This is an optimization exercise on Yosys and OpenROAD, whose aim is small area, a short achievable clock period and few clock cycles per item, not a production implementation.
No run shown here included a check of the RTL's function; only the layout flow was run.
No activity file was given, so power comes from the tool's default toggle rates.

==> flow/design.v, too long to show whole: its modules and the start of the top module <==
// module bqd_section: 1567 lines
module bqd_section (
    input  wire        clk,
    input  wire        rst,
    input  wire        in_valid,
    output wire        in_ready,
    input  wire [31:0] in_x,
    input  wire [31:0] in_b0,
    input  wire [31:0] in_b1,
    input  wire [31:0] in_b2,
    input  wire [31:0] in_a1,
    input  wire [31:0] in_a2,
    input  wire        in_bypass,
    output reg         out_valid,
    output reg  [31:0] out_y,
    output reg  [1:0]  out_sat
);
  // ...
==> flow/flow/run.sh <==
#!/bin/bash
# The standard ORFS layout, with one change to synthesis: Yosys's synth runs
# with -noabc, so the fine-grained netlist reaches extract_fa before any ABC
# remapping and the adder tree maps to full-adder cells without inverters
# between them. Registers, their names and cell types are those of the
# standard synthesis.
set -euo pipefail
bash standard.sh SYNTH_ARGS=-noabc synth > synth.log 2>&1
bash standard.sh SYNTH_ARGS=-noabc finish > layout.log 2>&1
==> flow/standard.sh <==
#!/bin/bash
# synth_recipe.tcl (not shown) runs the flow's synth.tcl, then flattens the netlist and writes it again
# the make line also repeats each setting of config.mk as NAME=value (left out here)
make -C /OpenROAD-flow-scripts/flow DESIGN_CONFIG=/design/flow/config.mk WORK_HOME=/design/flow/orfs CLKGATE_MAP_FILE= SYNTH_SCRIPT=/design/flow/synth_recipe.tcl "${@:-finish}"
==> flow/config.mk <==
export PLATFORM = sky130hd
export DESIGN_NAME = bqd_section
export DESIGN_NICKNAME = bqd_section
export VERILOG_FILES = /design/flow/design.v
export SDC_FILE = /design/flow/constraint.sdc
export NUM_CORES = 4
export LEC_CHECK = 0
export CAP_MARGIN = 20
export CORE_MARGIN = 2
export CORE_UTILIZATION = 40
export PLACE_DENSITY = 0.6
export SLEW_MARGIN = 20
==> flow/constraint.sdc <==
create_clock -name core_clock -period 15.0 [get_ports {clk}]
set_input_delay 3.0000 -clock core_clock [delete_from_list [all_inputs] [get_ports {clk}]]
set_output_delay 3.0000 -clock core_clock [all_outputs]
set_load 0.01 [all_outputs]
==> results.ini, run 1 <==
[sta]
finalCritPeriodShare = 0.316

[finish]
dominant_cells = multi-input gates
multi_input_area_sq_um = 27700
fin_util = 0.458
multi_input_area_share = 0.648
final_area_sq_um = 42800
clkbuf_count = 69

[detailed_routing]
top_layer_used = met5
dr.first_iter.drc_count = 3648
route.detailed.drc = 0

[setup_path]
r2r-end = acs[30]
critPathLaunch = p_first
crit_arrival_ns = 5.26
cpMostUsedCell = fa_1
critPathLaunchType = register
critPathCapture = acs[30]
worstSetupEndpointType = register
cp_top_family = adder cells
r2r-start = p_first

[global_routing]
grt_max_degree = 84

[floorplan]
fp-row-count = 112
dieArea_sq_um = 97000
start_util = 0.404
tap_cells = 1254

[power]
swShare = 0.458
seq_power_share = 0.175
irDropWorstVdd_mv = 0.223

[worst_hold_path]
hold_depth = 1

[clocking]
htree_levels = 2
cts_hold_buf = 0
cts_resized = 0
cts_tree = built

[logic_synthesis]
synth-xor-area-share = 0.140
synthSimpleGateAreaFrac = 0.0682
ys_warn_count = 1
synth_compound_area_frac = 0.164
synth_area_leaders = fa_1 (30%), dfxtp_1 (22%), xnor2_1 (13%), a22oi_1 (12%), ha_1 (3.7%)
synth_area_leader_cell = fa_1
ys_top_cells_by_count = a22oi_1 (591), fa_1 (562), xnor2_1 (542)
synthAdderAreaFrac = 0.335
synthMuxAreaShare = 0.0254

[run_status]
status = no timing/DRC/antenna violations

[run]
maxCapViolCount = 0

==> run 2: changes to the inputs <==
--- a/flow/design.v
+++ b/flow/design.v
@@ -10,23 +10,26 @@
     input  wire [31:0] in_a1,
     input  wire [31:0] in_a2,
     input  wire        in_bypass,
     output reg         out_valid,
     output reg  [31:0] out_y,
     output reg  [1:0]  out_sat
 );
     reg  [4:0]  st;
-    assign in_ready = st[4];
+    reg         rdy;         
+    assign in_ready = rdy;
     reg  [31:0] op_a;
     reg  [15:0] bo, bt, ng;  
-    reg         p_first, p_last;
+    reg         p_last;
+    reg         pf0, pf1, pf2, pf3;
     reg  [31:0] x1, x2;      
     reg  [31:0] r1, r2;      
     reg  [65:0] acs, acc;
+    reg         rst_r;       
     reg         c_valid;
     reg  [37:0] tq;          
     reg         r_valid;
     wire        byp = in_bypass;
     wire [31:0] a_sel = ({32{st[0] & ~byp}} & in_b0) |
                         ({32{st[1] & ~byp}} & in_b1) |
                         ({32{st[2] & ~byp}} & in_b2) |
                         ({32{st[3] & ~byp}} & in_a2) |
@@ -63,61 +66,62 @@
     wire [32:0] pp9 = (({33{bo[9]}} & am) | ({33{bt[9]}} & am2)) ^ {33{ng[9]}};
     wire [32:0] pp10 = (({33{bo[10]}} & am) | ({33{bt[10]}} & am2)) ^ {33{ng[10]}};
     wire [32:0] pp11 = (({33{bo[11]}} & am) | ({33{bt[11]}} & am2)) ^ {33{ng[11]}};
     wire [32:0] pp12 = (({33{bo[12]}} & am) | ({33{bt[12]}} & am2)) ^ {33{ng[12]}};
     wire [32:0] pp13 = (({33{bo[13]}} & am) | ({33{bt[13]}} & am2)) ^ {33{ng[13]}};
     wire [32:0] pp14 = (({33{bo[14]}} & am) | ({33{bt[14]}} & am2)) ^ {33{ng[14]}};
     wire [32:0] pp15 = (({33{bo[15]}} & am) | ({33{bt[15]}} & am2)) ^ {33{ng[15]}};
     localparam [65:0] K = 66'h25555555710000000;
-    wire [65:0] ga = p_first ? K : acs;
-    wire [65:0] gc = p_first ? 66'd0 : acc;
+    wire [65:0] pfv = {{17{pf3}}, {17{pf2}}, {16{pf1}}, {16{pf0}}};
+    wire [65:0] ga = (pfv & K) | (~pfv & acs);
+    wire [65:0] gc = ~pfv & acc;
     wire [65:0] ts, tc;
-    wire hs0 = ga[20] ^ gc[20];
-    wire hc0 = ga[20] & gc[20];
+    wire hs0 = ng[10] ^ ga[20];
+    wire hc0 = ng[10] & ga[20];
     wire hs1 = ga[21] ^ gc[21];
     wire hc1 = ga[21] & gc[21];
-    wire fs0 = ga[22] ^ gc[22] ^ ng[11];
-    wire fc0 = (ga[22] & gc[22]) | (ga[22] & ng[11]) | (gc[22] & ng[11]);
+    wire fs0 = ng[11] ^ ga[22] ^ gc[22];
+    wire fc0 = (ng[11] & ga[22]) | (ng[11] & gc[22]) | (ga[22] & gc[22]);
     wire hs2 = pp0[22] ^ pp10[2];
     wire hc2 = pp0[22] & pp10[2];
     wire fs1 = ga[23] ^ gc[23] ^ pp0[23];
     wire fc1 = (ga[23] & gc[23]) | (ga[23] & pp0[23]) | (gc[23] & pp0[23]);
     wire hs3 = pp10[3] ^ pp11[1];
     wire hc3 = pp10[3] & pp11[1];
-    wire fs2 = ga[24] ^ gc[24] ^ ng[12];
-    wire fc2 = (ga[24] & gc[24]) | (ga[24] & ng[12]) | (gc[24] & ng[12]);
+    wire fs2 = ng[12] ^ ga[24] ^ gc[24];
+    wire fc2 = (ng[12] & ga[24]) | (ng[12] & gc[24]) | (ga[24] & gc[24]);
     wire fs3 = pp0[24] ^ pp10[4] ^ pp11[2];
     wire fc3 = (pp0[24] & pp10[4]) | (pp0[24] & pp11[2]) | (pp10[4] & pp11[2]);
     wire hs4 = pp12[0] ^ pp1[22];
     wire hc4 = pp12[0] & pp1[22];
     wire fs4 = ga[25] ^ gc[25] ^ pp0[25];
     wire fc4 = (ga[25] & gc[25]) | (ga[25] & pp0[25]) | (gc[25] & pp0[25]);
     wire fs5 = pp10[5] ^ pp11[3] ^ pp12[1];
     wire fc5 = (pp10[5] & pp11[3]) | (pp10[5] & pp12[1]) | (pp11[3] & pp12[1]);
     wire hs5 = pp1[23] ^ pp2[21];
     wire hc5 = pp1[23] & pp2[21];
-    wire fs6 = ga[26] ^ gc[26] ^ ng[13];
-    wire fc6 = (ga[26] & gc[26]) | (ga[26] & ng[13]) | (gc[26] & ng[13]);
+    wire fs6 = ng[13] ^ ga[26] ^ gc[26];
+    wire fc6 = (ng[13] & ga[26]) | (ng[13] & gc[26]) | (ga[26] & gc[26]);
     wire fs7 = pp0[26] ^ pp10[6] ^ pp11[4];
     wire fc7 = (pp0[26] & pp10[6]) | (pp0[26] & pp11[4]) | (pp10[6] & pp11[4]);
     wire fs8 = pp12[2] ^ pp13[0] ^ pp1[24];
     wire fc8 = (pp12[2] & pp13[0]) | (pp12[2] & pp1[24]) | (pp13[0] & pp1[24]);
     wire hs6 = pp2[22] ^ pp3[20];
     wire hc6 = pp2[22] & pp3[20];
     wire fs9 = ga[27] ^ gc[27] ^ pp0[27];
     wire fc9 = (ga[27] & gc[27]) | (ga[27] & pp0[27]) | (gc[27] & pp0[27]);
     wire fs10 = pp10[7] ^ pp11[5] ^ pp12[3];
     wire fc10 = (pp10[7] & pp11[5]) | (pp10[7] & pp12[3]) | (pp11[5] & pp12[3]);
     wire fs11 = pp13[1] ^ pp1[25] ^ pp2[23];
     wire fc11 = (pp13[1] & pp1[25]) | (pp13[1] & pp2[23]) | (pp1[25] & pp2[23]);
     wire hs7 = pp3[21] ^ pp4[19];
     wire hc7 = pp3[21] & pp4[19];
-    wire fs12 = ga[28] ^ gc[28] ^ ng[14];
-    wire fc12 = (ga[28] & gc[28]) | (ga[28] & ng[14]) | (gc[28] & ng[14]);
+    wire fs12 = ng[14] ^ ga[28] ^ gc[28];
+    wire fc12 = (ng[14] & ga[28]) | (ng[14] & gc[28]) | (ga[28] & gc[28]);
     wire fs13 = pp0[28] ^ pp10[8] ^ pp11[6];
     wire fc13 = (pp0[28] & pp10[8]) | (pp0[28] & pp11[6]) | (pp10[8] & pp11[6]);
     wire fs14 = pp12[4] ^ pp13[2] ^ pp14[0];
     wire fc14 = (pp12[4] & pp13[2]) | (pp12[4] & pp14[0]) | (pp13[2] & pp14[0]);
     wire fs15 = pp1[26] ^ pp2[24] ^ pp3[22];
     wire fc15 = (pp1[26] & pp2[24]) | (pp1[26] & pp3[22]) | (pp2[24] & pp3[22]);
     wire hs8 = pp4[20] ^ pp5[18];
     wire hc8 = pp4[20] & pp5[18];
@@ -126,18 +130,18 @@
     wire fs17 = pp10[9] ^ pp11[7] ^ pp12[5];
     wire fc17 = (pp10[9] & pp11[7]) | (pp10[9] & pp12[5]) | (pp11[7] & pp12[5]);
     wire fs18 = pp13[3] ^ pp14[1] ^ pp1[27];
     wire fc18 = (pp13[3] & pp14[1]) | (pp13[3] & pp1[27]) | (pp14[1] & pp1[27]);
     wire fs19 = pp2[25] ^ pp3[23] ^ pp4[21];
     wire fc19 = (pp2[25] & pp3[23]) | (pp2[25] & pp4[21]) | (pp3[23] & pp4[21]);
     wire hs9 = pp5[19] ^ pp6[17];
     wire hc9 = pp5[19] & pp6[17];
-    wire fs20 = ga[30] ^ gc[30] ^ ng[15];
-    wire fc20 = (ga[30] & gc[30]) | (ga[30] & ng[15]) | (gc[30] & ng[15]);
+    wire fs20 = ng[15] ^ ga[30] ^ gc[30];
+    wire fc20 = (ng[15] & ga[30]) | (ng[15] & gc[30]) | (ga[30] & gc[30]);
     wire fs21 = pp0[30] ^ pp10[10] ^ pp11[8];
     wire fc21 = (pp0[30] & pp10[10]) | (pp0[30] & pp11[8]) | (pp10[10] & pp11[8]);
     wire fs22 = pp12[6] ^ pp13[4] ^ pp14[2];
     wire fc22 = (pp12[6] & pp13[4]) | (pp12[6] & pp14[2]) | (pp13[4] & pp14[2]);
     wire fs23 = pp15[0] ^ pp1[28] ^ pp2[26];
     wire fc23 = (pp15[0] & pp1[28]) | (pp15[0] & pp2[26]) | (pp1[28] & pp2[26]);
     wire fs24 = pp3[24] ^ pp4[22] ^ pp5[20];
     wire fc24 = (pp3[24] & pp4[22]) | (pp3[24] & pp5[20]) | (pp4[22] & pp5[20]);
@@ -222,58 +226,58 @@
     wire fs58 = ga[40] ^ gc[40] ^ pp10[20];
     wire fc58 = (ga[40] & gc[40]) | (ga[40] & pp10[20]) | (gc[40] & pp10[20]);
     wire hs16 = pp11[18] ^ pp12[16];
     wire hc16 = pp11[18] & pp12[16];
     wire fs59 = ga[41] ^ gc[41] ^ pp10[21];
     wire fc59 = (ga[41] & gc[41]) | (ga[41] & pp10[21]) | (gc[41] & pp10[21]);
     wire hs17 = ga[42] ^ gc[42];
     wire hc17 = ga[42] & gc[42];
-    wire hs18 = ga[12] ^ gc[12];
-    wire hc18 = ga[12] & gc[12];
+    wire hs18 = ng[6] ^ ga[12];
+    wire hc18 = ng[6] & ga[12];
     wire hs19 = ga[13] ^ gc[13];
     wire hc19 = ga[13] & gc[13];
-    wire fs60 = ga[14] ^ gc[14] ^ ng[7];
-    wire fc60 = (ga[14] & gc[14]) | (ga[14] & ng[7]) | (gc[14] & ng[7]);
+    wire fs60 = ng[7] ^ ga[14] ^ gc[14];
+    wire fc60 = (ng[7] & ga[14]) | (ng[7] & gc[14]) | (ga[14] & gc[14]);
     wire hs20 = pp0[14] ^ pp1[12];
     wire hc20 = pp0[14] & pp1[12];
     wire fs61 = ga[15] ^ gc[15] ^ pp0[15];
     wire fc61 = (ga[15] & gc[15]) | (ga[15] & pp0[15]) | (gc[15] & pp0[15]);
     wire hs21 = pp1[13] ^ pp2[11];
     wire hc21 = pp1[13] & pp2[11];
-    wire fs62 = ga[16] ^ gc[16] ^ ng[8];
-    wire fc62 = (ga[16] & gc[16]) | (ga[16] & ng[8]) | (gc[16] & ng[8]);
+    wire fs62 = ng[8] ^ ga[16] ^ gc[16];
+    wire fc62 = (ng[8] & ga[16]) | (ng[8] & gc[16]) | (ga[16] & gc[16]);
     wire fs63 = pp0[16] ^ pp1[14] ^ pp2[12];
     wire fc63 = (pp0[16] & pp1[14]) | (pp0[16] & pp2[12]) | (pp1[14] & pp2[12]);
     wire hs22 = pp3[10] ^ pp4[8];
     wire hc22 = pp3[10] & pp4[8];
     wire fs64 = ga[17] ^ gc[17] ^ pp0[17];
     wire fc64 = (ga[17] & gc[17]) | (ga[17] & pp0[17]) | (gc[17] & pp0[17]);
     wire fs65 = pp1[15] ^ pp2[13] ^ pp3[11];
     wire fc65 = (pp1[15] & pp2[13]) | (pp1[15] & pp3[11]) | (pp2[13] & pp3[11]);
     wire hs23 = pp4[9] ^ pp5[7];
     wire hc23 = pp4[9] & pp5[7];
-    wire fs66 = ga[18] ^ gc[18] ^ ng[9];
-    wire fc66 = (ga[18] & gc[18]) | (ga[18] & ng[9]) | (gc[18] & ng[9]);
+    wire fs66 = ng[9] ^ ga[18] ^ gc[18];
+    wire fc66 = (ng[9] & ga[18]) | (ng[9] & gc[18]) | (ga[18] & gc[18]);
     wire fs67 = pp0[18] ^ pp1[16] ^ pp2[14];
     wire fc67 = (pp0[18] & pp1[16]) | (pp0[18] & pp2[14]) | (pp1[16] & pp2[14]);
     wire fs68 = pp3[12] ^ pp4[10] ^ pp5[8];
     wire fc68 = (pp3[12] & pp4[10]) | (pp3[12] & pp5[8]) | (pp4[10] & pp5[8]);
     wire hs24 = pp6[6] ^ pp7[4];
     wire hc24 = pp6[6] & pp7[4];
     wire fs69 = ga[19] ^ gc[19] ^ pp0[19];
     wire fc69 = (ga[19] & gc[19]) | (ga[19] & pp0[19]) | (gc[19] & pp0[19]);
     wire fs70 = pp1[17] ^ pp2[15] ^ pp3[13];
     wire fc70 = (pp1[17] & pp2[15]) | (pp1[17] & pp3[13]) | (pp2[15] & pp3[13]);
     wire fs71 = pp4[11] ^ pp5[9] ^ pp6[7];
     wire fc71 = (pp4[11] & pp5[9]) | (pp4[11] & pp6[7]) | (pp5[9] & pp6[7]);
     wire hs25 = pp7[5] ^ pp8[3];
     wire hc25 = pp7[5] & pp8[3];
-    wire fs72 = ng[10] ^ hs0 ^ pp0[20];
-    wire fc72 = (ng[10] & hs0) | (ng[10] & pp0[20]) | (hs0 & pp0[20]);
+    wire fs72 = gc[20] ^ hs0 ^ pp0[20];
+    wire fc72 = (gc[20] & hs0) | (gc[20] & pp0[20]) | (hs0 & pp0[20]);
     wire fs73 = pp10[0] ^ pp1[18] ^ pp2[16];
     wire fc73 = (pp10[0] & pp1[18]) | (pp10[0] & pp2[16]) | (pp1[18] & pp2[16]);
     wire fs74 = pp3[14] ^ pp4[12] ^ pp5[10];
     wire fc74 = (pp3[14] & pp4[12]) | (pp3[14] & pp5[10]) | (pp4[12] & pp5[10]);
     wire fs75 = pp6[8] ^ pp7[6] ^ pp8[4];
     wire fc75 = (pp6[8] & pp7[6]) | (pp6[8] & pp8[4]) | (pp7[6] & pp8[4]);
     wire fs76 = hc0 ^ hs1 ^ pp0[21];
     wire fc76 = (hc0 & hs1) | (hc0 & pp0[21]) | (hs1 & pp0[21]);
@@ -486,42 +490,42 @@
     wire fs178 = ga[48] ^ gc[48] ^ pp10[28];
     wire fc178 = (ga[48] & gc[48]) | (ga[48] & pp10[28]) | (gc[48] & pp10[28]);
     wire hs28 = pp11[26] ^ pp12[24];
     wire hc28 = pp11[26] & pp12[24];
     wire fs179 = ga[49] ^ gc[49] ^ pp10[29];
     wire fc179 = (ga[49] & gc[49]) | (ga[49] & pp10[29]) | (gc[49] & pp10[29]);
     wire hs29 = ga[50] ^ gc[50];
     wire hc29 = ga[50] & gc[50];
-    wire hs30 = ga[6] ^ gc[6];
-    wire hc30 = ga[6] & gc[6];
+    wire hs30 = ng[3] ^ ga[6];
+    wire hc30 = ng[3] & ga[6];
     wire hs31 = ga[7] ^ gc[7];
     wire hc31 = ga[7] & gc[7];
-    wire fs180 = ga[8] ^ gc[8] ^ ng[4];
-    wire fc180 = (ga[8] & gc[8]) | (ga[8] & ng[4]) | (gc[8] & ng[4]);
+    wire fs180 = ng[4] ^ ga[8] ^ gc[8];
+    wire fc180 = (ng[4] & ga[8]) | (ng[4] & gc[8]) | (ga[8] & gc[8]);
     wire hs32 = pp0[8] ^ pp1[6];
     wire hc32 = pp0[8] & pp1[6];
     wire fs181 = ga[9] ^ gc[9] ^ pp0[9];
     wire fc181 = (ga[9] & gc[9]) | (ga[9] & pp0[9]) | (gc[9] & pp0[9]);
     wire hs33 = pp1[7] ^ pp2[5];
     wire hc33 = pp1[7] & pp2[5];
-    wire fs182 = ga[10] ^ gc[10] ^ ng[5];
-    wire fc182 = (ga[10] & gc[10]) | (ga[10] & ng[5]) | (gc[10] & ng[5]);
+    wire fs182 = ng[5] ^ ga[10] ^ gc[10];
+    wire fc182 = (ng[5] & ga[10]) | (ng[5] & gc[10]) | (ga[10] & gc[10]);
     wire fs183 = pp0[10] ^ pp1[8] ^ pp2[6];
     wire fc183 = (pp0[10] & pp1[8]) | (pp0[10] & pp2[6]) | (pp1[8] & pp2[6]);
     wire hs34 = pp3[4] ^ pp4[2];
     wire hc34 = pp3[4] & pp4[2];
     wire fs184 = ga[11] ^ gc[11] ^ pp0[11];
     wire fc184 = (ga[11] & gc[11]) | (ga[11] & pp0[11]) | (gc[11] & pp0[11]);
     wire fs185 = pp1[9] ^ pp2[7] ^ pp3[5];
     wire fc185 = (pp1[9] & pp2[7]) | (pp1[9] & pp3[5]) | (pp2[7] & pp3[5]);
     wire hs35 = pp4[3] ^ pp5[1];
     wire hc35 = pp4[3] & pp5[1];
-    wire fs186 = ng[6] ^ hs18 ^ pp0[12];
-    wire fc186 = (ng[6] & hs18) | (ng[6] & pp0[12]) | (hs18 & pp0[12]);
+    wire fs186 = gc[12] ^ hs18 ^ pp0[12];
+    wire fc186 = (gc[12] & hs18) | (gc[12] & pp0[12]) | (hs18 & pp0[12]);
     wire fs187 = pp1[10] ^ pp2[8] ^ pp3[6];
     wire fc187 = (pp1[10] & pp2[8]) | (pp1[10] & pp3[6]) | (pp2[8] & pp3[6]);
     wire fs188 = pp4[4] ^ pp5[2] ^ pp6[0];
     wire fc188 = (pp4[4] & pp5[2]) | (pp4[4] & pp6[0]) | (pp5[2] & pp6[0]);
     wire fs189 = hc18 ^ hs19 ^ pp0[13];
     wire fc189 = (hc18 & hs19) | (hc18 & pp0[13]) | (hs19 & pp0[13]);
     wire fs190 = pp1[11] ^ pp2[9] ^ pp3[7];
     wire fc190 = (pp1[11] & pp2[9]) | (pp1[11] & pp3[7]) | (pp2[9] & pp3[7]);
@@ -768,30 +772,30 @@
     wire fs310 = ga[54] ^ gc[54] ^ pp12[30];
     wire fc310 = (ga[54] & gc[54]) | (ga[54] & pp12[30]) | (gc[54] & pp12[30]);
     wire hs37 = pp13[28] ^ pp14[26];
     wire hc37 = pp13[28] & pp14[26];
     wire fs311 = ga[55] ^ gc[55] ^ pp12[31];
     wire fc311 = (ga[55] & gc[55]) | (ga[55] & pp12[31]) | (gc[55] & pp12[31]);
     wire hs38 = ga[56] ^ gc[56];
     wire hc38 = ga[56] & gc[56];
-    wire hs39 = ga[2] ^ gc[2];
-    wire hc39 = ga[2] & gc[2];
+    wire hs39 = ng[1] ^ ga[2];
+    wire hc39 = ng[1] & ga[2];
     wire hs40 = ga[3] ^ gc[3];
     wire hc40 = ga[3] & gc[3];
-    wire fs312 = ga[4] ^ gc[4] ^ ng[2];
-    wire fc312 = (ga[4] & gc[4]) | (ga[4] & ng[2]) | (gc[4] & ng[2]);
+    wire fs312 = ng[2] ^ ga[4] ^ gc[4];
+    wire fc312 = (ng[2] & ga[4]) | (ng[2] & gc[4]) | (ga[4] & gc[4]);
     wire hs41 = pp0[4] ^ pp1[2];
     wire hc41 = pp0[4] & pp1[2];
     wire fs313 = ga[5] ^ gc[5] ^ pp0[5];
     wire fc313 = (ga[5] & gc[5]) | (ga[5] & pp0[5]) | (gc[5] & pp0[5]);
     wire hs42 = pp1[3] ^ pp2[1];
     wire hc42 = pp1[3] & pp2[1];
-    wire fs314 = ng[3] ^ hs30 ^ pp0[6];
-    wire fc314 = (ng[3] & hs30) | (ng[3] & pp0[6]) | (hs30 & pp0[6]);
+    wire fs314 = gc[6] ^ hs30 ^ pp0[6];
+    wire fc314 = (gc[6] & hs30) | (gc[6] & pp0[6]) | (hs30 & pp0[6]);
     wire fs315 = pp1[4] ^ pp2[2] ^ pp3[0];
     wire fc315 = (pp1[4] & pp2[2]) | (pp1[4] & pp3[0]) | (pp2[2] & pp3[0]);
     wire fs316 = hc30 ^ hs31 ^ pp0[7];
     wire fc316 = (hc30 & hs31) | (hc30 & pp0[7]) | (hs31 & pp0[7]);
     wire fs317 = pp1[5] ^ pp2[3] ^ pp3[1];
     wire fc317 = (pp1[5] & pp2[3]) | (pp1[5] & pp3[1]) | (pp2[3] & pp3[1]);
     wire fs318 = hc31 ^ pp2[4] ^ pp3[2];
     wire fc318 = (hc31 & pp2[4]) | (hc31 & pp3[2]) | (pp2[4] & pp3[2]);
@@ -850,18 +854,18 @@
     wire fs345 = fs213 ^ fs214 ^ fs215;
     wire fc345 = (fs213 & fs214) | (fs213 & fs215) | (fs214 & fs215);
     wire fs346 = fc213 ^ fc214 ^ fc215;
     wire fc346 = (fc213 & fc214) | (fc213 & fc215) | (fc214 & fc215);
     wire fs347 = fs216 ^ fs217 ^ fs218;
     wire fc347 = (fs216 & fs217) | (fs216 & fs218) | (fs217 & fs218);
     wire fs348 = fc216 ^ fc217 ^ fs219;
     wire fc348 = (fc216 & fc217) | (fc216 & fs219) | (fc217 & fs219);
-    wire fs349 = fs220 ^ fc218 ^ fs221;
-    wire fc349 = (fs220 & fc218) | (fs220 & fs221) | (fc218 & fs221);
+    wire fs349 = fc218 ^ fs220 ^ fs221;
+    wire fc349 = (fc218 & fs220) | (fc218 & fs221) | (fs220 & fs221);
     wire fs350 = fc219 ^ fc220 ^ fs222;
     wire fc350 = (fc219 & fc220) | (fc219 & fs222) | (fc220 & fs222);
     wire fs351 = fs223 ^ fc221 ^ fs224;
     wire fc351 = (fs223 & fc221) | (fs223 & fs224) | (fc221 & fs224);
     wire fs352 = fc222 ^ fc223 ^ fs225;
     wire fc352 = (fc222 & fc223) | (fc222 & fs225) | (fc223 & fs225);
     wire fs353 = fs226 ^ fc224 ^ fs227;
     wire fc353 = (fs226 & fc224) | (fs226 & fs227) | (fc224 & fs227);
@@ -996,22 +1000,22 @@
     wire fs418 = ga[58] ^ gc[58] ^ pp14[30];
     wire fc418 = (ga[58] & gc[58]) | (ga[58] & pp14[30]) | (gc[58] & pp14[30]);
     wire hs43 = pp15[28] ^ ~pp13[32];
     wire hc43 = pp15[28] & ~pp13[32];
     wire fs419 = ga[59] ^ gc[59] ^ pp14[31];
     wire fc419 = (ga[59] & gc[59]) | (ga[59] & pp14[31]) | (gc[59] & pp14[31]);
     wire hs44 = ga[60] ^ gc[60];
     wire hc44 = ga[60] & gc[60];
-    wire hs45 = ga[0] ^ gc[0];
-    wire hc45 = ga[0] & gc[0];
+    wire hs45 = ng[0] ^ ga[0];
+    wire hc45 = ng[0] & ga[0];
     wire hs46 = ga[1] ^ gc[1];
     wire hc46 = ga[1] & gc[1];
-    wire fs420 = ng[1] ^ hs39 ^ pp0[2];
-    wire fc420 = (ng[1] & hs39) | (ng[1] & pp0[2]) | (hs39 & pp0[2]);
+    wire fs420 = gc[2] ^ hs39 ^ pp0[2];
+    wire fc420 = (gc[2] & hs39) | (gc[2] & pp0[2]) | (hs39 & pp0[2]);
     wire fs421 = hc39 ^ hs40 ^ pp0[3];
     wire fc421 = (hc39 & hs40) | (hc39 & pp0[3]) | (hs40 & pp0[3]);
     wire fs422 = hc40 ^ pp2[0] ^ fs312;
     wire fc422 = (hc40 & pp2[0]) | (hc40 & fs312) | (pp2[0] & fs312);
     wire fs423 = fc312 ^ hc41 ^ hs42;
     wire fc423 = (fc312 & hc41) | (fc312 & hs42) | (hc41 & hs42);
     wire fs424 = hc42 ^ fc313 ^ fs314;
     wire fc424 = (hc42 & fc313) | (hc42 & fs314) | (fc313 & fs314);
@@ -1122,18 +1126,18 @@
     wire fs477 = pp15[29] ^ hc43 ^ fc418;
     wire fc477 = (pp15[29] & hc43) | (pp15[29] & fc418) | (hc43 & fc418);
     wire fs478 = hs44 ^ pp15[30] ^ ~pp14[32];
     wire fc478 = (hs44 & pp15[30]) | (hs44 & ~pp14[32]) | (pp15[30] & ~pp14[32]);
     wire fs479 = ga[61] ^ gc[61] ^ hc44;
     wire fc479 = (ga[61] & gc[61]) | (ga[61] & hc44) | (gc[61] & hc44);
     wire hs47 = ga[62] ^ gc[62];
     wire hc47 = ga[62] & gc[62];
-    wire hs48 = ng[0] ^ hs45;
-    wire hc48 = ng[0] & hs45;
+    wire hs48 = gc[0] ^ hs45;
+    wire hc48 = gc[0] & hs45;
     wire fs480 = hc45 ^ hs46 ^ pp0[1];
     wire fc480 = (hc45 & hs46) | (hc45 & pp0[1]) | (hs46 & pp0[1]);
     wire fs481 = hc46 ^ pp1[0] ^ fs420;
     wire fc481 = (hc46 & pp1[0]) | (hc46 & fs420) | (pp1[0] & fs420);
     wire fs482 = pp1[1] ^ fc420 ^ fs421;
     wire fc482 = (pp1[1] & fc420) | (pp1[1] & fs421) | (fc420 & fs421);
     wire fs483 = hs41 ^ fc421 ^ fs422;
     wire fc483 = (hs41 & fc421) | (hs41 & fs422) | (fc421 & fs422);
@@ -1527,41 +1531,51 @@
         bo      <= bo_n;
         bt      <= bt_n;
         ng      <= ng_n;
         acs     <= ts;
         acc     <= tc;
         tq      <= tsum_hi;
         out_y   <= yo;
         out_sat <= {st_hi | st_lo, samp_sat};
+        pf2     <= st[0] & in_valid;
+        if (st[0] | pf3) pf3 <= st[0] & in_valid;
+        rst_r   <= rst;
+        if (rst_r) begin
+            x1        <= 32'd0;
+            x2        <= 32'd0;
+            r1        <= 32'd0;
+            r2        <= 32'd0;
+        end else begin
+            if (st[4]) begin
+                x1 <= in_x;
+                x2 <= x1;
+            end
+            if (r_valid) begin
+                r1 <= rn;
+                r2 <= r1;
+            end
+        end
         if (rst) begin
             st        <= 5'b00001;
-            p_first   <= 1'b0;
+            rdy       <= 1'b0;
+            pf0       <= 1'b0;
+            pf1       <= 1'b1;
             p_last    <= 1'b0;
             c_valid   <= 1'b0;
             r_valid   <= 1'b0;
             out_valid <= 1'b0;
-            x1        <= 32'd0;
-            x2        <= 32'd0;
-            r1        <= 32'd0;
-            r2        <= 32'd0;
         end else begin
-            p_first   <= st[0] & in_valid;
+            pf0       <= st[0] & in_valid;
+            pf1       <= st[0] & in_valid;
+            rdy       <= st[3];
             p_last    <= st[4];
             c_valid   <= p_last;
             r_valid   <= c_valid;
             out_valid <= r_valid;
             if (st[0]) begin
                 if (in_valid) st <= 5'b00010;
             end else begin
                 st <= {st[3:0], st[4]};
             end
-            if (st[4]) begin
-                x1 <= in_x;
-                x2 <= x1;
-            end
-            if (r_valid) begin
-                r1 <= rn;
-                r2 <= r1;
-            end
         end
     end
 endmodule
==> flow/flow/run.sh (replaced) <==
#!/bin/bash
# The standard ORFS layout with two changes:
# - Yosys's synth runs with -noabc, so the fine-grained netlist reaches
#   extract_fa before any ABC remapping and the adder tree maps to full-adder
#   cells without inverters between them. Registers, their names and cell
#   types are those of the standard synthesis.
# - every port still gets a buffer, but a plain buf_2 rather than the delay
#   buffer the resizer picks by default.
set -euo pipefail
args=(SYNTH_ARGS=-noabc "BUFFER_PORTS_ARGS=-buffer_cell sky130_fd_sc_hd__buf_2")
bash standard.sh "${args[@]}" synth > synth.log 2>&1
bash standard.sh "${args[@]}" finish > layout.log 2>&1
==> flow/config.mk (replaced) <==
export PLATFORM = sky130hd
export DESIGN_NAME = bqd_section
export DESIGN_NICKNAME = bqd_section
export VERILOG_FILES = /design/flow/design.v
export SDC_FILE = /design/flow/constraint.sdc
export NUM_CORES = 4
export LEC_CHECK = 0
export CAP_MARGIN = 20
export CORE_MARGIN = 2
export CORE_UTILIZATION = 60
export PLACE_DENSITY = 0.7
export SLEW_MARGIN = 20
==> results.ini, run 2 <==
[setup_path]
worst-setup-path-type = reg -> reg  ; unchanged
r2r-start = op_a[28]  ; was p_first
slowest_delay_ns = 0.82  ; was 0.80 ns
cp_top_family = adder cells  ; unchanged
critPathLaunchType = register  ; unchanged
required_ns = 15.50  ; was 15.52 ns
crit_path_top_delay_cell = dfxtp_1  ; was buf_4
cp.buffers_inverters = 1  ; unchanged
crit_arrival_ns = 5.17  ; was 5.26 ns
cpMostUsedCell = fa_1  ; unchanged
r2r_setup_slack_ns = 10.32  ; was 10.27 ns
r2r-end = acs[32]  ; was acs[30]
ff2ff_path_depth = 9  ; was 8
worstPathCellList = buf_4, a22oi_1, xnor2_1, fa_1, fa_1, fa_1, fa_1, fa_1, fa_1  ; was buf_4, nor2b_1, fa_1, fa_1, fa_1, fa_1, fa_1, fa_1
worstSetupEndpointType = register  ; unchanged
cp_max_fo = 20  ; was 83

[sta]
whs_ns = 0.439  ; was 0.435 ns
maxSlewViolCount = 0  ; unchanged
tightest_slew_ns = 1.21  ; was 1.23 ns
skew_ns = 0.0258  ; was 0.0342 ns
setup_viol = 0  ; unchanged
grt_setup_unrepaired = no  ; unchanged
hold_viol = 0  ; unchanged
max_freq_ghz = 0.214  ; was 0.211 GHz
setup_ws_ns = 10.32  ; was 10.27 ns
slew_headroom = 0.195  ; was 0.177
tns_ns = 0  ; unchanged
period_minus_slack_ns = 4.68  ; was 4.73 ns
finalCritPeriodShare = 0.312  ; was 0.316

[placed_design]
place_ws_ns = 10.44  ; was 10.23 ns
dp.final_hpwl_um = 80700  ; was 82100 um
routabilityCongestion = 0.942  ; was 0.895
dpl.cell_count = 4362  ; was 4775
place_area_sq_um = 39300  ; was 41000 sq um
numPortBuffers = 231  ; unchanged

[floorplan]
die_x_um = 255  ; was 311 um
die_h_um = 255  ; was 311 um
fp-row-count = 91  ; was 112
dieArea_sq_um = 65000  ; was 97000 sq um
start_util = 0.610  ; was 0.404
core_area_sq_um = 61900  ; was 93500 sq um
io_pins = 232  ; unchanged

[logic_synthesis]
synth.net_count = 4443  ; was 4438
synth_area_leaders = fa_1 (30%), dfxtp_1 (23%), xnor2_1 (13%), a22oi_1 (12%), ha_1 (3.7%)  ; was fa_1 (30%), dfxtp_1 (22%), xnor2_1 (13%), a22oi_1 (12%), ha_1 (3.7%)
synth.most_common_cell = a22oi_1  ; unchanged
synth_edf_count = 1  ; was 0
ys_warn_count = 1  ; unchanged
synthArstFlopShare = 0  ; unchanged
synth.distinct_cells = 61  ; was 59
synth_area_leader_cell = fa_1  ; unchanged
synthCells = 3572  ; was 3567
dominantRegCellSynth = dfxtp_1  ; unchanged
syn_area_sq_um = 37800  ; about the same
ys_seq_area_frac = 0.226  ; was 0.223
ys_top_cells_by_count = a22oi_1 (592), fa_1 (562), xnor2_1 (545)  ; was a22oi_1 (591), fa_1 (562), xnor2_1 (542)
synth_seq_cells = 427  ; was 422
avgSynthCellArea_sq_um = 10.6  ; about the same
synth.top_cell.area_share = 0.298  ; about the same

[power]
leakagePower_nw = 15.8  ; was 15.7 nW
p_switching_mw = 5.19  ; was 5.55 mW
seq_power_share = 0.180  ; was 0.175
swShare = 0.456  ; was 0.458
clock_power_share = 0.116  ; was 0.108
comb_power_share = 0.703  ; was 0.716
power.total_mw = 11.4  ; was 12.1 mW
p_per_area_nw_per_um2 = 276  ; was 283 nW/um^2
p_int_mw = 6.18  ; was 6.56 mW
irDropWorstVdd_mv = 0.199  ; was 0.223 mV

[finish]
reg_top3 = acc x66, acs x66, tq x38  ; unchanged
nets = 4447  ; was 4445
syn_to_final_growth_pct = 8.86  ; was 13.1%
fin_util = 0.664  ; was 0.458
final_area_sq_um = 41100  ; was 42800 sq um
layout_commonest_cell = a22oi_1  ; unchanged
final_cells = 4454  ; was 4867
layout-drive-gt1-share = 0.133  ; was 0.0775
final_cell_mix = a22oi_1 (592), fa_1 (562), xnor2_1 (545)  ; was a22oi_1 (591), fa_1 (562), xnor2_1 (542)

[global_routing]
antenna_found_initial = 4  ; was 3
grt_first_pass_wirelength_um = 195000  ; was 200000 um
track_usage = 0.399  ; was 0.270
grt_max_degree = 99  ; was 84
grt_pass1_vias = 32500  ; was 31500
overflow = 0  ; unchanged

[detailed_routing]
viasPerCell = 6.84  ; was 6.08
route.detailed.drc = 0  ; unchanged
routed_wl_um = 128000  ; was 132000 um
vias = 30500  ; was 29600
ant_nets = 0  ; unchanged
wl_per_cell_um = 28.8  ; was 27.2 um
first_pass_iters = 9  ; was 6
dr.first_iter.drc_count = 4099  ; was 3648

[worst_hold_path]
min_path_type = reg -> reg  ; unchanged
min-delay-start = p_last  ; was c_valid
hold_depth = 1  ; unchanged
min_to = c_valid  ; was r_valid

[run_status]
status = no timing/DRC/antenna violations  ; unchanged

[clocking]
cts_hold_buf = 0  ; unchanged
numCtsBuffers = 48  ; was 51
htree_levels = 2  ; unchanged
cts_tree = built  ; unchanged
cts.path.max_buffers = 3  ; unchanged
cts_resized = 0  ; unchanged
cts.sinks = 427  ; was 422
path_clk_slew_ns = 0.07  ; was 0.06 ns
cts_root_buf = clkbuf_16  ; unchanged
postCtsSetupBuffers = 0  ; unchanged
worstSkewPairLatency_ns = 0.63  ; was 0.65 ns

[run]
maxCapViolCount = 0  ; unchanged

## run 2: cell types whose count changed in the layout (fill, tap and decap cells not counted), sizes merged, moves of 5 or more
cell,delta
a41o,+5
nand2,-10
a21o,-21
nor2,+5
clkdlybuf4s50,-230
buf,+228
clkbuf,-6
nor3,+5
o21a,+13
## run 2: worst max path at each step
| stage | startpoint | endpoint | slack (ns) | depth (start not counted) |
|---|---|---|---|---|
| detailed placement | op_a[28] | acs[33] | 10.44 | 9 |
| finish | op_a[28] | acs[32] | 10.32 | 9 |
| CTS | op_a[28] | acs[34] | 10.44 | 9 |
| floorplan | ng[11] | acs[33] | 10.85 | 9 |
| global route | op_a[28] | acs[32] | 10.27 | 9 |
| global placement | in_bypass | op_a[6] | 10.27 | 4 |
## run 2: final cells by class
| cell class | instances | area [sq um] |
|---|---|---|
| multi-input cells | 2723 | 27700 |
| fillers | 4841 | 20800 |
| flip-flops and latches | 427 | 8610 |
| repair buffers | 320 | 1830 |
| clock buffers | 63 | 1330 |
| well taps | 837 | 1050 |
| clock inverters | 26 | 443 |
| inverters | 56 | 210 |
| diodes | 2 | 5.00 |
## run 2: cell families (layout without fill, tap and decap cells)
logic type	after synthesis	count (layout)	share of synthesized area
fa+ha+maj	675	675	0.335
compound gates	841	841	0.162
mux	96	96	0.0254
buf+inv	422	465	0.0423
other cells	0	2	0
xor+xnor	606	606	0.140
simple gates	505	505	0.0680
flops	427	427	0.226
## run 2: power by group through the flow
stage	clock (mW)	sequential [mW]	combinational, mW
5_1_grt	1.38	2.08	9.03
4_1_cts	1.33	2.04	7.98
3_5_place_dp	0	2.06	7.85
3_3_place_gp	0	2.05	7.41
6_report	1.32	2.05	7.99
2_1_floorplan	0	1.91	5.65
## run 2: per-layer routing
| layer | track usage | part of all wire | up-vias | routed length (um) |
|---|---|---|---|---|
| li1 | - | - | 12300 | - |
| met1 | 0.508 | 0.36 | 15100 | 45900 |
| met2 | 0.623 | 0.45 | 2447 | 58400 |
| met3 | 0.126 | 0.13 | 610 | 17200 |
| met4 | 0.189 | 0.054 | 2 | 6960 |
| met5 | 0.00226 | 0.00010 | - | 13 |
## run 2: worst reg2reg max path, cell delays in order, from the launching register on
cell	delay, ns
dfxtp_1	0.82
buf_4	0.50
a22oi_1	0.18
xnor2_1	0.19
fa_1	0.48
fa_1	0.57
fa_1	0.44
fa_1	0.41
fa_1	0.54
fa_1	0.41
==> run 3: changes to the inputs <==
--- a/flow/flow/run.sh
+++ b/flow/flow/run.sh
@@ -8,4 +8,6 @@
 #   buffer the resizer picks by default.
+# - timing repair aims for 10.6 ns of setup slack, i.e. a 4.4 ns cycle; the
+#   constraints and the clock period stay the design's.
 set -euo pipefail
-args=(SYNTH_ARGS=-noabc "BUFFER_PORTS_ARGS=-buffer_cell sky130_fd_sc_hd__buf_2")
+args=(SYNTH_ARGS=-noabc "BUFFER_PORTS_ARGS=-buffer_cell sky130_fd_sc_hd__buf_2" SETUP_SLACK_MARGIN=10.6)
 bash standard.sh "${args[@]}" synth > synth.log 2>&1
==> results.ini, run 3 <==
[run_status]
status = no timing/DRC/antenna violations  ; unchanged

[power]
power.total_mw = 11.4  ; about the same
comb_power_share = 0.703  ; about the same
irDropWorstVdd_mv = 0.216  ; was 0.199 mV
swShare = 0.456  ; about the same
p_per_area_nw_per_um2 = 276  ; about the same
p_switching_mw = 5.19  ; about the same
clock_power_share = 0.116  ; about the same
leakagePower_nw = 15.8  ; about the same
p_int_mw = 6.18  ; about the same
seq_power_share = 0.180  ; about the same

[sta]
max_freq_ghz = 0.231  ; was 0.214 GHz
finalCritPeriodShare = 0.289  ; was 0.312
setup_viol = 0  ; unchanged
hold_viol = 0  ; unchanged
grt_setup_unrepaired = no  ; unchanged
slew_headroom = 0.289  ; was 0.195
period_minus_slack_ns = 4.33  ; was 4.68 ns
tightest_slew_ns = 1.07  ; was 1.21 ns
skew_ns = 0.0259  ; was 0.0258 ns
tns_ns = 0  ; unchanged
maxSlewViolCount = 0  ; unchanged
whs_ns = 0.439  ; about the same

[detailed_routing]
wl_per_cell_um = 28.8  ; about the same
routed_wl_um = 128000  ; about the same
dr.first_iter.drc_count = 4074  ; was 4099
vias = 30400  ; was 30500
first_pass_iters = 7  ; was 9
route.detailed.drc = 0  ; unchanged
ant_nets = 0  ; unchanged
viasPerCell = 6.82  ; was 6.84

[clocking]
path_clk_slew_ns = 0.06  ; was 0.07 ns
cts.sinks = 427  ; unchanged
numCtsBuffers = 48  ; unchanged
cts_tree = built  ; unchanged
worstSkewPairLatency_ns = 0.63  ; about the same
htree_levels = 2  ; unchanged
cts_root_buf = clkbuf_16  ; unchanged
cts.path.max_buffers = 3  ; unchanged

[logic_synthesis]
synthArstFlopShare = 0  ; unchanged
ys_seq_area_frac = 0.226  ; unchanged
synth.distinct_cells = 61  ; unchanged
ys_warn_count = 1  ; unchanged
synth_edf_count = 1  ; unchanged
synth_seq_cells = 427  ; unchanged
ys_top_cells_by_count = a22oi_1 (592), fa_1 (562), xnor2_1 (545)  ; unchanged
synth_area_leader_cell = fa_1  ; unchanged
synth.top_cell.area_share = 0.298  ; unchanged
avgSynthCellArea_sq_um = 10.6  ; unchanged
dominantRegCellSynth = dfxtp_1  ; unchanged
synth_area_leaders = fa_1 (30%), dfxtp_1 (23%), xnor2_1 (13%), a22oi_1 (12%), ha_1 (3.7%)  ; unchanged
synth.most_common_cell = a22oi_1  ; unchanged
syn_area_sq_um = 37800  ; unchanged
synthCells = 3572  ; unchanged
synth.net_count = 4443  ; unchanged

[finish]
syn_to_final_growth_pct = 8.93  ; was 8.86%
layout_commonest_cell = a22oi_1  ; unchanged
layout-drive-gt1-share = 0.133  ; about the same
final_cell_mix = a22oi_1 (592), fa_1 (562), xnor2_1 (545)  ; unchanged
nets = 4447  ; unchanged
fillerInstances = 4842  ; was 4841
final_cells = 4454  ; unchanged
reg_top3 = acc x66, acs x66, tq x38  ; unchanged

[setup_path]
worstPathCellList = a22oi_1, xnor2_1, ha_1, inv_1, fa_1, inv_1, fa_1, fa_1, fa_1, fa_1  ; was buf_4, a22oi_1, xnor2_1, fa_1, fa_1, fa_1, fa_1, fa_1, fa_1
slowest_delay_ns = 0.99  ; was 0.82 ns
cpMostUsedCell = fa_1  ; unchanged
r2r_setup_slack_ns = 10.67  ; was 10.32 ns
required_ns = 15.49  ; was 15.50 ns
cp_max_fo = 32  ; was 20
r2r-start = bt[8]  ; was op_a[28]
crit_arrival_ns = 4.82  ; was 5.17 ns
crit_path_top_delay_cell = dfxtp_2  ; was dfxtp_1
critPathLaunch = bt[8]  ; was op_a[28]
worst-setup-path-type = reg -> reg  ; unchanged
r2r-end = acs[32]  ; unchanged
worstSetupEndpointType = register  ; unchanged
critPathLaunchType = register  ; unchanged
ff2ff_path_depth = 10  ; was 9

[global_routing]
grt_first_pass_wirelength_um = 194000  ; was 195000 um
grt_max_degree = 99  ; unchanged
overflow = 0  ; unchanged
track_usage = 0.399  ; about the same
grt_pass1_vias = 32400  ; was 32500
antenna_found_initial = 4  ; unchanged

[floorplan]
die_x_um = 255  ; unchanged
io_pins = 232  ; unchanged
fp-row-count = 91  ; unchanged
dieArea_sq_um = 65000  ; unchanged
die_h_um = 255  ; unchanged
core_area_sq_um = 61900  ; unchanged
start_util = 0.610  ; unchanged

[worst_hold_path]
min_path_type = reg -> reg  ; unchanged
hold_depth = 1  ; unchanged
min-delay-start = p_last  ; unchanged
min_to = c_valid  ; unchanged

[placed_design]
numPortBuffers = 231  ; unchanged
dpl.cell_count = 4362  ; unchanged
dp.final_hpwl_um = 80700  ; unchanged
routabilityCongestion = 0.942  ; unchanged

[run]
maxCapViolCount = 0  ; unchanged

==> run 3: changes by cell type in the layout (fill, tap and decap cells not counted) <==
cell | before | now
dfxtp_4 | 1 | 10
buf_4 | 88 | 87
dfxtp_2 | 37 | 29
buf_6 | 0 | 1
dfxtp_1 | 388 | 387
==> run 3: worst max-delay path by stage <==
stage,to,depth (start not counted),slack [ns]
3_5_place_dp,acs[33],9,10.44
3_3_place_gp,op_a[6],4,10.27
5_1_grt,acs[38],9,10.61
2_1_floorplan,acs[33],9,10.85
6_report,acs[32],10,10.67
4_1_cts,acs[30],8,10.63
==> run 3: cell families after synthesis <==
family,synth area share
AOI/OAI and AO/OA,0.162
and+or+nand+nor,0.0680
adders and majority gates,0.335
xor gates and xnor gates,0.140
muxes,0.0254
DFF,0.226
buffers and inverters,0.0423
==> run 3: critical path: cells and delay by family, from the launching register on <==
| family | cells | cell delay [ns] |
|---|---|---|
| DFF | 1 | 0.99 |
| adders and majority gates | 6 | 2.67 |
| AOI/OAI and AO/OA | 1 | 0.19 |
| buffers and inverters | 2 | 0.11 |
| xor gates and xnor gates | 1 | 0.21 |
==> run 3: per-layer routing <==
layer  share of wire  track usage
met2            0.45        0.620
met3            0.13        0.124
met5         0.00018      0.00226
met4           0.056        0.192
met1            0.36        0.508
==> run 3: power groups by stage <==
stage | Combinational (mW) | Sequential, mW | Clock, mW
3_3_place_gp | 7.41 | 2.05 | 0
2_1_floorplan | 5.65 | 1.91 | 0
4_1_cts | 7.98 | 2.04 | 1.33
6_report | 8.00 | 2.05 | 1.32
5_1_grt | 9.02 | 2.08 | 1.38
3_5_place_dp | 7.85 | 2.06 | 0
==> run 3: cell type report <==
class | instances | area [sq um] | area share
multi-input cells | 2723 | 27700 | 0.672
clock buffers | 63 | 1330 | 0.0323
inverters | 56 | 210 | 0.00511
repair buffers | 320 | 1840 | 0.0446
well taps | 837 | 1050 | 0.0254
diodes | 2 | 5.00 | 0.000122
clock inverters | 26 | 443 | 0.0108
flip-flops and latches | 427 | 8630 | 0.210
==> run 3: timing repair <==
action                     in CTS  in global routing
cloned                          0                  0
setup endpoints to repair      15                 27
buffers inserted                0                  0
hold buffers                    0                  0
resized for setup               4                  7
==> run 3: per-stage QoR <==
stage	setup slack, ns	utilization	instance area, sq um
floorplan	10.85	-	37800
global placement	10.27	0.635	39300
detailed placement	10.44	0.635	39300
CTS	10.63	0.664	41100
global route	10.61	0.665	41200
finish	10.67	0.665	41200

afterwards: timing with drivers on the ports:
How much do the figures lean on ideal ports? The routed layouts below were timed once more, with nothing changed but the port constraints.
Step 1 assumes that a clkbuf_16 drives the clock port and a buf_2 every other input.
Step 2 times the ports against the registers' clock, not the clock port: input delays grow and output delays shrink by t, the midpoint of the rising clock arrivals with the driver on.
Three values: ideal, step 1, step 2; two values: the first two.
| run | t (ns) | setup slack, ns | hold slack, ns | worst setup path after step 2 | pins driven straight from the clock port |
|---|---|---|---|---|---|
| run 1 | 0.700 | 10.265 / 10.265 / 10.206 | 0.435 / 0.435 / 0.435 | input to register | 1 |
| run 2 | 0.679 | 10.324 / 10.324 / 10.324 | 0.439 / 0.439 / 0.439 | register to register | 1 |
| run 3 | 0.673 | 10.666 / 10.666 / 10.666 | 0.439 / 0.439 / 0.439 | register to register | 1 |
After both steps setup and hold are still met in every run listed. For run 1, which loses most, drivers alone change the setup slack by 0.000 ns; drivers and shift together by -0.059 ns.
